This design comes from an exercise in tuning for small area, a short achievable clock period and few clock cycles on the open sky130 flow, not from production work. Function was checked by simulation only, so behaviour that the tests miss may differ from the original.

==> run B <==
==> flow/design.v <==
module aes_sbox (
  input  wire [7:0] a,
  output wire [7:0] y
);
  wire T1, T2, T3, T4, T5, T6, T7, T8, T9, T10, T11, T12;
  wire T13, T14, T15, T16, T17, T18, T19, T20, T21, T22, T23, T24;
  wire T25, T26, T27, M1, M2, M3, M4, M5, M6, M7, M8, M9;
  wire M10, M11, M12, M13, M14, M15, M16, M17, M18, M19, M20, M21;
  wire M22, M23, M24, M25, M26, M27, M28, M29, M30, M31, M32, M33;
  wire M34, M35, M36, M37, M38, M39, M40, M41, M42, M43, M44, M45;
  wire M46, M47, M48, M49, M50, M51, M52, M53, M54, M55, M56, M57;
  wire M58, M59, M60, M61, M62, M63, L0, L1, L2, L3, L4, L5;
  wire L6, L7, L8, L9, L10, L11, L12, L13, L14, L15, L16, L17;
  wire L18, L19, L20, L21, L22, L23, L24, L25, L26, L27, L28, L29;
  wire S0, S1, S2, S3, S4, S5, S6, S7;
  wire U0 = a[7], U1 = a[6], U2 = a[5], U3 = a[4], U4 = a[3], U5 = a[2], U6 = a[1], U7 = a[0];
  assign T1 = U0 ^ U3;
  assign T2 = U0 ^ U5;
  assign T3 = U0 ^ U6;
  assign T4 = U3 ^ U5;
  assign T5 = U4 ^ U6;
  assign T6 = T1 ^ T5;
  assign T7 = U1 ^ U2;
  assign T8 = U7 ^ T6;
  assign T9 = U7 ^ T7;
  assign T10 = T6 ^ T7;
  assign T11 = U1 ^ U5;
  assign T12 = U2 ^ U5;
  assign T13 = T3 ^ T4;
  assign T14 = T6 ^ T11;
  assign T15 = T5 ^ T11;
  assign T16 = T5 ^ T12;
  assign T17 = T9 ^ T16;
  assign T18 = U3 ^ U7;
  assign T19 = T7 ^ T18;
  assign T20 = T1 ^ T19;
  assign T21 = U6 ^ U7;
  assign T22 = T7 ^ T21;
  assign T23 = T2 ^ T22;
  assign T24 = T2 ^ T10;
  assign T25 = T20 ^ T17;
  assign T26 = T3 ^ T16;
  assign T27 = T1 ^ T12;
  assign M1 = T13 & T6;
  assign M2 = T23 & T8;
  assign M3 = T14 ^ M1;
  assign M4 = T19 & U7;
  assign M5 = M4 ^ M1;
  assign M6 = T3 & T16;
  assign M7 = T22 & T9;
  assign M8 = T26 ^ M6;
  assign M9 = T20 & T17;
  assign M10 = M9 ^ M6;
  assign M11 = T1 & T15;
  assign M12 = T4 & T27;
  assign M13 = M12 ^ M11;
  assign M14 = T2 & T10;
  assign M15 = M14 ^ M11;
  assign M16 = M3 ^ M2;
  assign M17 = M5 ^ T24;
  assign M18 = M8 ^ M7;
  assign M19 = M10 ^ M15;
  assign M20 = M16 ^ M13;
  assign M21 = M17 ^ M15;
  assign M22 = M18 ^ M13;
  assign M23 = M19 ^ T25;
  assign M24 = M22 ^ M23;
  assign M25 = M22 & M20;
  assign M26 = M21 ^ M25;
  assign M27 = M20 ^ M21;
  assign M28 = M23 ^ M25;
  assign M29 = M28 & M27;
  assign M30 = M26 & M24;
  assign M31 = M20 & M23;
  assign M32 = M27 & M31;
  assign M33 = M27 ^ M25;
  assign M34 = M21 & M22;
  assign M35 = M24 & M34;
  assign M36 = M24 ^ M25;
  assign M37 = M21 ^ M29;
  assign M38 = M32 ^ M33;
  assign M39 = M23 ^ M30;
  assign M40 = M35 ^ M36;
  assign M41 = M38 ^ M40;
  assign M42 = M37 ^ M39;
  assign M43 = M37 ^ M38;
  assign M44 = M39 ^ M40;
  assign M45 = M42 ^ M41;
  assign M46 = M44 & T6;
  assign M47 = M40 & T8;
  assign M48 = M39 & U7;
  assign M49 = M43 & T16;
  assign M50 = M38 & T9;
  assign M51 = M37 & T17;
  assign M52 = M42 & T15;
  assign M53 = M45 & T27;
  assign M54 = M41 & T10;
  assign M55 = M44 & T13;
  assign M56 = M40 & T23;
  assign M57 = M39 & T19;
  assign M58 = M43 & T3;
  assign M59 = M38 & T22;
  assign M60 = M37 & T20;
  assign M61 = M42 & T1;
  assign M62 = M45 & T4;
  assign M63 = M41 & T2;
  assign L0 = M61 ^ M62;
  assign L1 = M50 ^ M56;
  assign L2 = M46 ^ M48;
  assign L3 = M47 ^ M55;
  assign L4 = M54 ^ M58;
  assign L5 = M49 ^ M61;
  assign L6 = M62 ^ L5;
  assign L7 = M46 ^ L3;
  assign L8 = M51 ^ M59;
  assign L9 = M52 ^ M53;
  assign L10 = M53 ^ L4;
  assign L11 = M60 ^ L2;
  assign L12 = M48 ^ M51;
  assign L13 = M50 ^ L0;
  assign L14 = M52 ^ M61;
  assign L15 = M55 ^ L1;
  assign L16 = M56 ^ L0;
  assign L17 = M57 ^ L1;
  assign L18 = M58 ^ L8;
  assign L19 = M63 ^ L4;
  assign L20 = L0 ^ L1;
  assign L21 = L1 ^ L7;
  assign L22 = L3 ^ L12;
  assign L23 = L18 ^ L2;
  assign L24 = L15 ^ L9;
  assign L25 = L6 ^ L10;
  assign L26 = L7 ^ L9;
  assign L27 = L8 ^ L10;
  assign L28 = L11 ^ L14;
  assign L29 = L11 ^ L17;
  assign S0 = L6 ^ L24;
  assign S1 = ~(L16 ^ L26);
  assign S2 = ~(L19 ^ L28);
  assign S3 = L6 ^ L21;
  assign S4 = L20 ^ L22;
  assign S5 = L25 ^ L29;
  assign S6 = ~(L13 ^ L27);
  assign S7 = ~(L6 ^ L23);
  assign y = {S0, S1, S2, S3, S4, S5, S6, S7};
endmodule
module aes_round (
  input  wire [127:0] s,
  input  wire [127:0] rk,
  input  wire         last,
  output wire [127:0] sr,
  output wire [127:0] y
);
  wire [127:0] sb;
  genvar g;
  generate
    for (g = 0; g < 16; g = g + 1) begin : g_sbox
      aes_sbox u_sbox (.a(s[127-8*g -: 8]), .y(sb[127-8*g -: 8]));
    end
  endgenerate
  generate
    for (g = 0; g < 16; g = g + 1) begin : g_shift
      localparam integer R = g % 4;
      localparam integer C = g / 4;
      localparam integer SRC = R + 4 * ((C + R) % 4);
      assign sr[127-8*g -: 8] = sb[127-8*SRC -: 8];
    end
  endgenerate
  function [7:0] xtime(input [7:0] b);
    xtime = {b[6:0], 1'b0} ^ (b[7] ? 8'h1b : 8'h00);
  endfunction
  function [31:0] mix_column(input [31:0] col);
    reg [7:0] a0, a1, a2, a3;
    begin
      a0 = col[31:24];
      a1 = col[23:16];
      a2 = col[15:8];
      a3 = col[7:0];
      mix_column[31:24] = xtime(a0 ^ a1) ^ a1 ^ a2 ^ a3;
      mix_column[23:16] = xtime(a1 ^ a2) ^ a0 ^ a2 ^ a3;
      mix_column[15:8]  = xtime(a2 ^ a3) ^ a0 ^ a1 ^ a3;
      mix_column[7:0]   = xtime(a3 ^ a0) ^ a0 ^ a1 ^ a2;
    end
  endfunction
  wire [127:0] mc = {mix_column(sr[127:96]), mix_column(sr[95:64]),
                     mix_column(sr[63:32]),  mix_column(sr[31:0])};
  assign y = (last ? sr : mc) ^ rk;
endmodule
module aes256_kexp (
  input  wire [255:0] kw,
  input  wire         odd,
  input  wire [7:0]   rcon,
  output wire [127:0] nw
);
  wire [31:0] last_w = kw[31:0];
  wire [31:0] sub_in = odd ? {last_w[23:0], last_w[31:24]} : last_w;
  wire [31:0] sub_out;
  genvar g;
  generate
    for (g = 0; g < 4; g = g + 1) begin : g_ksbox
      aes_sbox u_sbox (.a(sub_in[8*g +: 8]), .y(sub_out[8*g +: 8]));
    end
  endgenerate
  wire [31:0] temp = sub_out ^ {rcon, 24'h0};
  wire [31:0] p0 = kw[255:224];
  wire [31:0] p1 = kw[255:224] ^ kw[223:192];
  wire [31:0] p2 = p1 ^ kw[191:160];
  wire [31:0] p3 = p2 ^ kw[159:128];
  assign nw = {p0 ^ temp, p1 ^ temp, p2 ^ temp, p3 ^ temp};
endmodule
module vigen_kdf (
  input  wire         clk,
  input  wire         rst,
  input  wire         start,
  input  wire [255:0] root_key,
  input  wire [3:0]   owner,
  input  wire         machine,
  input  wire [15:0]  epoch,
  output wire         ready,
  output reg          done,
  output wire [255:0] data_key,
  output wire [255:0] tweak_key,
  output reg          weak_root
);
  reg         act;        
  reg         rdy;
  reg [3:0]   rnd;        
  reg         r1, r14;    
  reg         pk, pl, pc; 
  reg         chk;        
  reg         valid;      
  reg [255:0] root;
  reg [255:0] kwin;       
  reg [31:0]  eqc;        
  reg [7:0]   obyte;
  reg [15:0]  ep;
  reg [127:0] st  [0:3];
  reg [127:0] xc  [0:3];
  reg [127:0] k2;         
  assign ready     = rdy;
  assign data_key  = {st[0], st[1]};
  assign tweak_key = {st[2], st[3]};
  wire take = start & rdy;
  wire hit  = valid & (&eqc);
  reg [7:0] rcon;
  always @(*) begin
    case (rnd)
      4'd1:    rcon = 8'h01;
      4'd3:    rcon = 8'h02;
      4'd5:    rcon = 8'h04;
      4'd7:    rcon = 8'h08;
      4'd9:    rcon = 8'h10;
      4'd11:   rcon = 8'h20;
      4'd13:   rcon = 8'h40;
      default: rcon = 8'h00;
    endcase
  end
  wire [127:0] nw;
  aes256_kexp u_kexp (.kw(kwin), .odd(rnd[0]), .rcon(rcon), .nw(nw));
  wire [127:0] rk = kwin[127:0];
  wire [127:0] sr [0:3];
  wire [127:0] ro [0:3];
  wire miss = act && chk && !hit;
  wire endl = act && r14 && pl;
  wire endc = act && r14 && pc;
  wire [127:0] m2c = {24'd0, 32'd512, 8'h80, 64'd0};
  wire [127:0] q   = k2 ^ root[255:128] ^ m2c;
  wire [127:0] lv = sr[0] ^ rk;
  always @(posedge clk)
    if (endl)
      k2 <= {lv[125:0], 2'b00} ^ (lv[127] ? 128'h10e : 128'h0) ^ (lv[126] ? 128'h87 : 128'h0);
  genvar g;
  generate
    for (g = 0; g < 4; g = g + 1) begin : g_lane
      wire [2:0]   ctr  = g + 1;
      wire [127:0] m1   = {29'd0, ctr, "XIELA-OWNER", 8'h00};
      wire [127:0] init = xc[g] ^ {pk ? {obyte, ep} : 24'd0, 104'd0};
      wire [127:0] rin  = r1 ? init : st[g];
      aes_round u_round (.s(rin), .rk(rk), .last(r14), .sr(sr[g]), .y(ro[g]));
      always @(posedge clk) begin
        st[g] <= ro[g];
        if (miss || endl)
          xc[g] <= root[255:128] ^ (endl ? m1 : 128'd0);
        else if (endc)
          xc[g] <= sr[g] ^ (rk ^ q);
      end
    end
  endgenerate
  wire is_weak = (root == {256{1'b0}}) || (root == {256{1'b1}});
  integer b;
  always @(posedge clk) begin
    if (rdy)
      kwin <= root_key;
    else if (act && ((chk && !hit) || (r14 && !pk)))
      kwin <= root;
    else
      kwin <= {kwin[127:0], nw};
    if (rdy) begin
      obyte <= machine ? 8'h10 : {4'h0, owner};
      ep    <= machine ? 16'h0000 : epoch;
      for (b = 0; b < 32; b = b + 1)
        eqc[b] <= (root_key[8*b +: 8] == root[8*b +: 8]);
    end
    if (take)
      root <= root_key;
    if (rst) begin
      act   <= 1'b0;
      rdy   <= 1'b1;
      done  <= 1'b0;
      chk   <= 1'b0;
      valid <= 1'b0;
      rnd   <= 4'd1;
      r1    <= 1'b1;
      r14   <= 1'b0;
      pk    <= 1'b1;
      pl    <= 1'b0;
      pc    <= 1'b0;
    end else begin
      done <= 1'b0;
      chk  <= 1'b0;
      if (act && chk && !hit) begin
        valid <= 1'b0;
        pk  <= 1'b0;
        pl  <= 1'b1;
        rnd <= 4'd1;
        r1  <= 1'b1;
        r14 <= 1'b0;
      end else if (act && !r14) begin
        rnd <= rnd + 4'd1;
        r1  <= 1'b0;
        r14 <= (rnd == 4'd13);
        rdy <= pk && (rnd == 4'd13);
      end else if (act && pl) begin
        pl  <= 1'b0;
        pc  <= 1'b1;
        rnd <= 4'd1;
        r1  <= 1'b1;
        r14 <= 1'b0;
      end else if (act && pc) begin
        valid <= 1'b1;
        pc  <= 1'b0;
        pk  <= 1'b1;
        rnd <= 4'd1;
        r1  <= 1'b1;
        r14 <= 1'b0;
      end else begin
        if (act) begin
          done      <= 1'b1;
          weak_root <= is_weak;
        end
        act <= take;
        chk <= take;
        rdy <= !take;
        rnd <= 4'd1;
        r1  <= 1'b1;
        r14 <= 1'b0;
        pk  <= 1'b1;
        pl  <= 1'b0;
        pc  <= 1'b0;
      end
    end
  end
endmodule
==> flow/flow/run.sh <==
#!/bin/bash
# Own layout flow: the standard layout, except that synthesis maps the
# logic with Yosys's own ABC script (which keeps the AES datapath's XOR
# structure) instead of ORFS's, and skips ORFS's full-adder extraction.
# Everything else, registers included, is the standard synthesis: the same
# synth passes (-nofsm -noshare), flip-flop mapping, flattening and renaming.
# Each tool's output goes to a log file of its own in the work folder.
set -euo pipefail
W=$PWD
# ABC's delay target for the mapping, in ps
export MY_ABC_PS=$(cat "$W/flow/abc_ps.txt")

# Synthesis script: the abc override, then the standard flow's synthesis script unchanged.
cat "$W/flow/abc_override.tcl" "$W/synth_recipe.tcl" > "$W/own_synth.tcl"

# standard.sh with that script (and no adder extraction), for the synth step.
sed -e "s|SYNTH_SCRIPT=[^ ]*synth_recipe.tcl|SYNTH_SCRIPT=$W/own_synth.tcl ADDER_MAP_FILE=|" \
  "$W/standard.sh" > "$W/own_synth.sh"
grep -q "own_synth.tcl ADDER_MAP_FILE=" "$W/own_synth.sh"

bash "$W/own_synth.sh" synth > "$W/synth.log" 2>&1
# The rest of the layout is the standard flow's own, from floorplan to finish.
bash "$W/standard.sh" > "$W/layout.log" 2>&1
test -f "$W/out/final.def"
==> flow/flow/abc_override.tcl <==
# Replaces the abc command that ORFS's synth.tcl calls: map with Yosys's
# default ABC script for liberty libraries, at the delay target MY_ABC_PS,
# with the same liberty files and don't-use cells.
proc abc {args} {
  set lib_args {}
  foreach lib $::env(LIB_FILES) { lappend lib_args -liberty $lib }
  set du {}
  if { [info exists ::env(DONT_USE_CELLS)] } {
    foreach cell $::env(DONT_USE_CELLS) { lappend du -dont_use $cell }
  }
  yosys abc {*}$lib_args {*}$du -D $::env(MY_ABC_PS)
}
==> flow/flow/abc_ps.txt <==
4000
==> flow/standard.sh <==
#!/bin/bash
# synth_recipe.tcl (not shown) runs the flow's synth.tcl, then flattens the netlist and writes it again
# the make line also repeats each setting of config.mk as NAME=value (left out here)
make -C /OpenROAD-flow-scripts/flow DESIGN_CONFIG=/design/flow/config.mk WORK_HOME=/design/flow/orfs CLKGATE_MAP_FILE= SYNTH_SCRIPT=/design/flow/synth_recipe.tcl "${@:-finish}"
==> flow/config.mk <==
export PLATFORM = sky130hd
export DESIGN_NAME = vigen_kdf
export DESIGN_NICKNAME = vigen_kdf
export VERILOG_FILES = /design/flow/design.v
export SDC_FILE = /design/flow/constraint.sdc
export NUM_CORES = 4
export LEC_CHECK = 0
export CAP_MARGIN = 30
export CORE_MARGIN = 2
export CORE_UTILIZATION = 45
export SETUP_SLACK_MARGIN = 3
export SLEW_MARGIN = 20
export TNS_END_PERCENT = 5
==> flow/constraint.sdc <==
create_clock -name core_clock -period 10.0 [get_ports {clk}]
set_input_delay 2.0000 -clock core_clock [delete_from_list [all_inputs] [get_ports {clk}]]
set_output_delay 2.0000 -clock core_clock [all_outputs]
set_load 0.01 [all_outputs]
==> run Z (differences from run B) <==
==> flow/design.v, changed modules only <==
module vigen_kdf (
  input  wire         clk,
  input  wire         rst,
  input  wire         start,
  input  wire [255:0] root_key,
  input  wire [3:0]   owner,
  input  wire         machine,
  input  wire [15:0]  epoch,
  output wire         ready,
  output reg          done,
  output wire [255:0] data_key,
  output wire [255:0] tweak_key,
  output reg          weak_root
);
  reg         act;        
  reg         rdy;
  reg [3:0]   rnd;        
  reg         rn;         
  reg         r14;        
  reg         ldc;        
  reg         pk, pl, pc; 
  reg         chk;        
  reg         valid;      
  reg [255:0] root;
  reg [255:0] kwin;       
  reg [31:0]  eqc;        
  reg [7:0]   obyte;
  reg [15:0]  ep;
  reg [127:0] st  [0:3];
  reg [127:0] xc  [0:3];
  reg [127:0] k2;         
  assign ready     = rdy;
  assign data_key  = {st[0], st[1]};
  assign tweak_key = {st[2], st[3]};
  wire take = start & rdy;
  wire hit  = valid & (&eqc);
  reg [7:0] rcon;
  always @(*) begin
    case (rnd)
      4'd1:    rcon = 8'h01;
      4'd3:    rcon = 8'h02;
      4'd5:    rcon = 8'h04;
      4'd7:    rcon = 8'h08;
      4'd9:    rcon = 8'h10;
      4'd11:   rcon = 8'h20;
      4'd13:   rcon = 8'h40;
      default: rcon = 8'h00;
    endcase
  end
  wire [127:0] nw;
  aes256_kexp u_kexp (.kw(kwin), .odd(rnd[0]), .rcon(rcon), .nw(nw));
  wire [127:0] rk = kwin[127:0];
  wire [127:0] sr [0:3];
  wire [127:0] ro [0:3];
  wire         load = act && ((chk && hit) || ldc);
  wire miss = act && chk && !hit;
  wire endl = act && rn && r14 && pl;
  wire endc = act && rn && r14 && pc;
  wire [127:0] m2c = {24'd0, 32'd512, 8'h80, 64'd0};
  wire [127:0] q   = k2 ^ root[255:128] ^ m2c;
  wire [127:0] lv = sr[0] ^ rk;
  always @(posedge clk)
    if (endl)
      k2 <= {lv[125:0], 2'b00} ^ (lv[127] ? 128'h10e : 128'h0) ^ (lv[126] ? 128'h87 : 128'h0);
  genvar g;
  generate
    for (g = 0; g < 4; g = g + 1) begin : g_lane
      wire [2:0]   ctr  = g + 1;
      wire [127:0] m1   = {29'd0, ctr, "XIELA-OWNER", 8'h00};
      wire [127:0] init = xc[g] ^ {pk ? {obyte, ep} : 24'd0, 104'd0};
      aes_round u_round (.s(st[g]), .rk(rk), .last(r14), .sr(sr[g]), .y(ro[g]));
      always @(posedge clk) begin
        st[g] <= load ? init : ro[g];
        if (miss || endl)
          xc[g] <= root[255:128] ^ (endl ? m1 : 128'd0);
        else if (endc)
          xc[g] <= sr[g] ^ (rk ^ q);
      end
    end
  endgenerate
  wire is_weak = (root == {256{1'b0}}) || (root == {256{1'b1}});
  integer b;
  always @(posedge clk) begin
    if (rdy)
      kwin <= root_key;
    else if (act && rn)
      kwin <= {kwin[127:0], nw};
    else
      kwin <= root;
    if (rdy) begin
      obyte <= machine ? 8'h10 : {4'h0, owner};
      ep    <= machine ? 16'h0000 : epoch;
      for (b = 0; b < 32; b = b + 1)
        eqc[b] <= (root_key[8*b +: 8] == root[8*b +: 8]);
    end
    if (take)
      root <= root_key;
    if (rst) begin
      act   <= 1'b0;
      rdy   <= 1'b1;
      done  <= 1'b0;
      chk   <= 1'b0;
      ldc   <= 1'b0;
      valid <= 1'b0;
      rn    <= 1'b0;
      rnd   <= 4'd1;
      r14   <= 1'b0;
      pk    <= 1'b1;
      pl    <= 1'b0;
      pc    <= 1'b0;
    end else begin
      done <= 1'b0;
      chk  <= 1'b0;
      ldc  <= 1'b0;
      if (act && chk) begin
        if (hit) begin
          rn  <= 1'b1;
          rnd <= 4'd1;
        end else begin
          valid <= 1'b0;
          pk  <= 1'b0;
          pl  <= 1'b1;
          ldc <= 1'b1;
        end
      end else if (act && ldc) begin
        rn  <= 1'b1;
        rnd <= 4'd1;
        r14 <= 1'b0;
      end else if (act && rn && !r14) begin
        rnd <= rnd + 4'd1;
        r14 <= (rnd == 4'd13);
        rdy <= pk && (rnd == 4'd13);
      end else if (act && pl) begin
        pl  <= 1'b0;
        pc  <= 1'b1;
        rn  <= 1'b0;
        r14 <= 1'b0;
        ldc <= 1'b1;
      end else if (act && pc) begin
        valid <= 1'b1;
        pc  <= 1'b0;
        pk  <= 1'b1;
        rn  <= 1'b0;
        r14 <= 1'b0;
        ldc <= 1'b1;
      end else begin
        if (act) begin
          done      <= 1'b1;
          weak_root <= is_weak;
        end
        act <= take;
        chk <= take;
        rdy <= !take;
        rn  <= 1'b0;
        r14 <= 1'b0;
        pk  <= 1'b1;
        pl  <= 1'b0;
        pc  <= 1'b0;
      end
    end
  end
endmodule
--- a/flow/flow/abc_override.tcl
+++ b/flow/flow/abc_override.tcl
@@ -2,3 +2,4 @@
 # default ABC script for liberty libraries, at the delay target MY_ABC_PS,
-# with the same liberty files and don't-use cells.
+# with the same liberty files and don't-use cells, and without the 3-input
+# XOR cells, which are slower and larger than two 2-input ones.
 proc abc {args} {
@@ -10,2 +11,3 @@
   }
+  lappend du -dont_use sky130_fd_sc_hd__xor3_* -dont_use sky130_fd_sc_hd__xnor3_*
   yosys abc {*}$lib_args {*}$du -D $::env(MY_ABC_PS)
Settings changed: SETUP_SLACK_MARGIN 3 to 4.
==> qor summary <==
item	run Z	run B
Outcome	complete, no violations	complete, no violations
Worst-path maximum fanout	6	17
Mean instance size in the synthesized netlist	8.620 µm²	9.794 µm²
Final Instance Count excl. Fillers	25670	24730
Core box area	355400 µm²	382000 µm²
Required arrival time at the worst endpoint	10880 ps	10810 ps
Share of the synthesized netlist area taken by xor and xnor gates	43.12%	47.81%
Clock buffer cells	298	274
Final core utilization	58.10%	55.53%
Number of nets at the end of the flow	20860	19710
Maximum number of pins on one net before global-route repair	171	178
Die area	361200 µm²	388200 µm²
Cells after DPL	24670	23960
Via-per-instance ratio	5.790	6.013
Crit path max-delay cell type	sky130_fd_sc_hd__dfxtp_1	sky130_fd_sc_hd__xnor2_1
Placed cell areas	179400 µm²	191600 µm²
Layout inverter count without the clock tree	91	64
Area Overhead vs Synth	28.75%	23.00%
Number of gates given a new drive strength after cts	1008	846
Clock-pin slew of the registers on the worst-case setup and hold paths	70 ps	60 ps
Testbench counts of run B, summed over its fixed seeds: cycles 2,144.
Testbench counts of run Z, summed over its fixed seeds: cycles 2,296.

## static timing again, ports no longer ideal
No port has a modelled driver above. Below, the same layouts with a new extraction and two added sets of constraints. Step 1 (the two cells are an assumption about what drives the block):
set clk [get_ports {clk}]
set_driving_cell -lib_cell sky130_fd_sc_hd__clkbuf_16 $clk
set_driving_cell -lib_cell sky130_fd_sc_hd__buf_2 [delete_from_list [all_inputs] $clk]
Step 2 also shifts input and output timing later by t, the mid clock arrival at the registers, as if the neighbouring blocks saw the same clock. Three values: ideal ports, drivers, drivers and shift; two values: the first two.
run | t, ns | setup slack, ns | worst setup path at the end | worst data-port slew with drivers (ns)
run B | 1.065 | 2.794 / 2.794 / 2.794 | register to register | 0.29
run Z | 1.083 | 3.868 / 3.868 / 3.868 | register to register | 0.29
After both steps setup and hold are still met in every run listed.
